This is an optimization exercise on Yosys and OpenROAD, whose aim is small area and a short achievable clock period, not a production implementation.
At most, simulation tests tie the RTL to the original design; equivalence was not proved.
Power and IR drop assume default switching activity.

Setup of run A:
## ecc144_codec
module ecc144_codec (
    input  wire         clk,
    input  wire         rst,
    input  wire         in_valid,
    input  wire         in_op,         
    input  wire [2:0]   in_src,
    input  wire [127:0] in_data,
    input  wire [15:0]  in_check,
    output reg          out_valid,
    output reg  [127:0] out_data,
    output reg  [15:0]  out_check,
    output reg  [1:0]   out_status,
    output reg  [5:0]   out_sym,
    output reg  [3:0]   out_err,
    output reg  [15:0]  corr_cnt,
    output reg  [15:0]  uncorr_cnt,
    output reg  [2:0]   last_src,
    output reg  [5:0]   last_sym,
    output reg  [3:0]   last_err
);
    localparam [1:0] ST_OK = 2'd0, ST_CORR = 2'd1, ST_UNCORR = 2'd2;
    localparam [15:0] CNT_MAX = 16'hFFFE;
    function [3:0] gf_mul(input [3:0] x, input [3:0] y);
        reg [6:0] r;
        integer i;
        begin
            r = 7'd0;
            for (i = 0; i < 4; i = i + 1)
                if (y[i]) r = r ^ ({3'd0, x} << i);
            for (i = 6; i >= 4; i = i - 1)
                if (r[i]) r = r ^ (7'h13 << (i - 4));
            gf_mul = r[3:0];
        end
    endfunction
    wire [15:0] kg = in_check & {16{in_op}};
    wire [15:0] syn;
    wire t144 = in_data[87] ^ in_data[107];
    wire t145 = in_data[21] ^ in_data[29];
    wire t146 = in_data[39] ^ in_data[47];
    wire t147 = in_data[22] ^ in_data[30];
    wire t148 = in_data[69] ^ in_data[77];
    wire t149 = in_data[91] ^ in_data[95];
    wire t150 = in_data[76] ^ in_data[124];
    wire t151 = in_data[104] ^ in_data[108];
    wire t152 = in_data[15] ^ in_data[43];
    wire t153 = in_data[114] ^ in_data[122];
    wire t154 = in_data[90] ^ in_data[94];
    wire t155 = in_data[75] ^ in_data[79];
    wire t156 = in_data[113] ^ in_data[121];
    wire t157 = in_data[20] ^ in_data[28];
    wire t158 = in_data[23] ^ in_data[31];
    wire t159 = in_data[51] ^ t144;
    wire t160 = in_data[86] ^ t147;
    wire t161 = in_data[103] ^ t146;
    wire t162 = in_data[116] ^ in_data[120];
    wire t163 = in_data[99] ^ in_data[123];
    wire t164 = in_data[106] ^ in_data[126];
    wire t165 = in_data[7] ^ in_data[71];
    wire t166 = in_data[70] ^ in_data[78];
    wire t167 = in_data[105] ^ in_data[109];
    wire t168 = in_data[11] ^ in_data[127];
    wire t169 = in_data[6] ^ in_data[14];
    wire t170 = in_data[52] ^ in_data[60];
  ...
For scale: roughly 1600 cells after synthesis, roughly 370 flip-flops, roughly 350 I/O pins, roughly 17000 sq um of cells after synthesis.
Settings: LEC_CHECK=0, CAP_MARGIN=20, CORE_MARGIN=2, CORE_UTILIZATION=40, SETUP_SLACK_MARGIN=5.0, SLEW_MARGIN=20; clock period 7.5 ns.
standard.sh (not shown) runs the stock make flow with config.mk's settings and CLKGATE_MAP_FILE= SYNTH_SCRIPT=/design/flow/synth_recipe.tcl, a recipe that flattens the netlist after the stock synthesis.
==> flow/flow/run.sh <==
#!/bin/bash
# The standard layout, with every port buffered by a buf_2 cell instead of the default
# clkdlybuf4s50_1 (smaller and faster); the tools' output goes to standard.log here.
set -euo pipefail
export BUFFER_PORTS_ARGS="-buffer_cell sky130_fd_sc_hd__buf_2"
bash standard.sh > standard.log 2>&1
Setup changes, run A to run B
- setting CTS_BUF_LIST to sky130_fd_sc_hd__clkbuf_8 for the first time
- changing SETUP_SLACK_MARGIN from 5.0 to 4.5
- setting CTS_CLUSTER_SIZE to 16 for the first time
- setting ABC_AREA to 1 for the first time
- setting CTS_CLUSTER_DIAMETER to 50 for the first time
Results
The lower count of mapped cells out of synthesis came out of run A. Run B vs. run A: fraction of the yosys area taken by sequential cells fell by 0.58 points; post-route total power fell 45%; final cell area excluding filler cells went down; wire length on met3 lower; adder-cell share of the synthesized area essentially unchanged. Across both runs, fraction of final layout cells with drive strength greater than 1 was lower for run B than for run A. Run B reports a lower sum of buffers and inverters on the critical path than run A does. Run B reports its worst setup path startpoint as in_data[87] while run A reports r1_syn[5]. In the flow results for run A and run B, the final setup slack of the worst path is smaller on run B. | area after synthesis | run B vs run A | worse |.
Input changes introduced in run C (baseline for comparison: run B):
- CTS_CLUSTER_SIZE: 16 -> unset
- CTS_BUF_LIST: sky130_fd_sc_hd__clkbuf_8 -> unset
- CTS_CLUSTER_DIAMETER: 50 -> unset
- ABC_AREA: 1 -> unset
Run B → run C: overall global routing resource usage picked up an extra 0.46 points, final worst slack moved up, synthesized netlist net count moved down, count of distinct cell types in the synthesized netlist saw an increase, per-cell routed wire length moved up.
Across run B and run C, the outcome is the same: a clean finish for every run.
Inputs modified between run C and run D:
==> flow/run.sh (new file) <==
#!/bin/bash
# synth_recipe.tcl (not shown) runs the flow's synth.tcl, then flattens the netlist and writes it again
# the make line also repeats each setting of config.mk as NAME=value (left out here)
make -C /OpenROAD-flow-scripts/flow DESIGN_CONFIG=/design/flow/config.mk WORK_HOME=/design/flow/orfs CLKGATE_MAP_FILE= SYNTH_SCRIPT=/design/flow/synth_recipe.tcl finish
removed: flow/flow/run.sh
removed: flow/standard.sh
## What came out
- Compared with run C, run D shows a worst setup slack that is 0.13 ns lower.
- Compared with run C, run D shows a register-to-register slack that is 0.06 ns lower.
- Re clock-buffer cell count: run D is 3 down on run C.
- The worst hold slack of run C and that of run D are within noise of each other.
- Final area sits higher in run D than in run C.
- Power density over the cells: higher on run C
- Overall power consumption (run D over run C): increase, 9.9%
- Looking at global-route usage, run D sits above run C.
No run of this note included a check of the RTL's function; only the layout flow was run.

* * *

== before ==
Another version of the RTL of ecc144_codec (not shown whole).
Size in the first run: about 370 flip-flops.
Settings: LEC_CHECK=0, CAP_MARGIN=20, CORE_MARGIN=2, CORE_UTILIZATION=40, CTS_BUF_LIST=sky130_fd_sc_hd__clkbuf_8, CTS_CLUSTER_DIAMETER=50, CTS_CLUSTER_SIZE=16, SETUP_SLACK_MARGIN=4.6, SLEW_MARGIN=20; clock period 7.5 ns.
==> flow/flow/run.sh <==
#!/bin/bash
# The standard layout, with the input ports buffered by buf_2 cells and the output ports
# by buf_1 cells (after global placement, see out_bufs.tcl) instead of the default
# clkdlybuf4s50_1; the tools' output goes to standard.log here.
set -euo pipefail
export BUFFER_PORTS_ARGS="-inputs -buffer_cell sky130_fd_sc_hd__buf_2"
export POST_GLOBAL_PLACE_TCL="$PWD/flow/out_bufs.tcl"
bash standard.sh > standard.log 2>&1
==> flow/flow/out_bufs.tcl <==
# one buf_1 on every output port, placed by the detailed placement that follows
buffer_ports -outputs -buffer_cell sky130_fd_sc_hd__buf_1
What after does differently from before at the input level:
- SETUP_SLACK_MARGIN now 4.5, was 4.6
- TNS_END_PERCENT now 30, previously not set
==> flow/flow/run.sh <==
#!/bin/bash
# The standard layout, with every port buffered by a buf_2 cell instead of the default
# clkdlybuf4s50_1 (smaller and faster); the tools' output goes to standard.log here.
set -euo pipefail
export BUFFER_PORTS_ARGS="-buffer_cell sky130_fd_sc_hd__buf_2"
bash standard.sh > standard.log 2>&1
removed: flow/flow/out_bufs.tcl
==> run notes <==
[after] static leakage rose 0.29 nW relative to before. | count of inserted antenna diode cells | higher: after |. In the metrics for after and before, the one carrying the lower final wirelength is after. When the final numbers for after and before were put side by side, the delay contributed by the slowest stage of the critical path turned out to be smaller in before. Any difference in sequential power between before and after is small enough to ignore. Peak supply drop: after vs before up 0.068 mV. Compare after and before | part of the cycle the worst path needs higher: after. Growth of design area from synthesis to finish ended up 2.8 points lower on after than on before.

separate check: timing with driven ports:
The results above use ideal ports. As a check the final layouts listed here were re-extracted and re-timed, cells and wires unchanged.
Step 1 (the two cells are an assumption about what drives the block):
set clk [get_ports {clk}]
set_driving_cell -lib_cell sky130_fd_sc_hd__clkbuf_16 $clk
set_driving_cell -lib_cell sky130_fd_sc_hd__buf_2 [delete_from_list [all_inputs] $clk]
Step 2, shift: input delay + t, output delay - t, t = (earliest + latest rising clock arrival at the registers) / 2. This alone moves slack from input paths to output paths.
a / b / c = ideal ports / drivers / drivers and shift; a / b = the first two.
run	shift t [ns]	setup slack, ns	worst hold slack (ns)	pins driven straight from the clock port
run A	0.610	4.663 / 4.663 / 4.069	0.324 / 0.324 / 0.324	1
run B	0.652	4.418 / 4.450 / 3.798	0.325 / 0.325 / 0.325	1
run C	0.627	4.537 / 4.549 / 3.923	0.325 / 0.325 / 0.325	1
run D	0.625	4.411 / 4.431 / 3.807	0.327 / 0.327 / 0.327	1
before	0.670	4.528 / 4.561 / 3.890	0.335 / 0.335 / 0.335	1
after	0.661	4.377 / 4.410 / 3.749	0.334 / 0.334 / 0.334	1
After both steps every run listed still meets setup and hold. For before, which loses most, drivers alone change the setup slack by +0.033 ns; drivers and shift together by -0.638 ns.
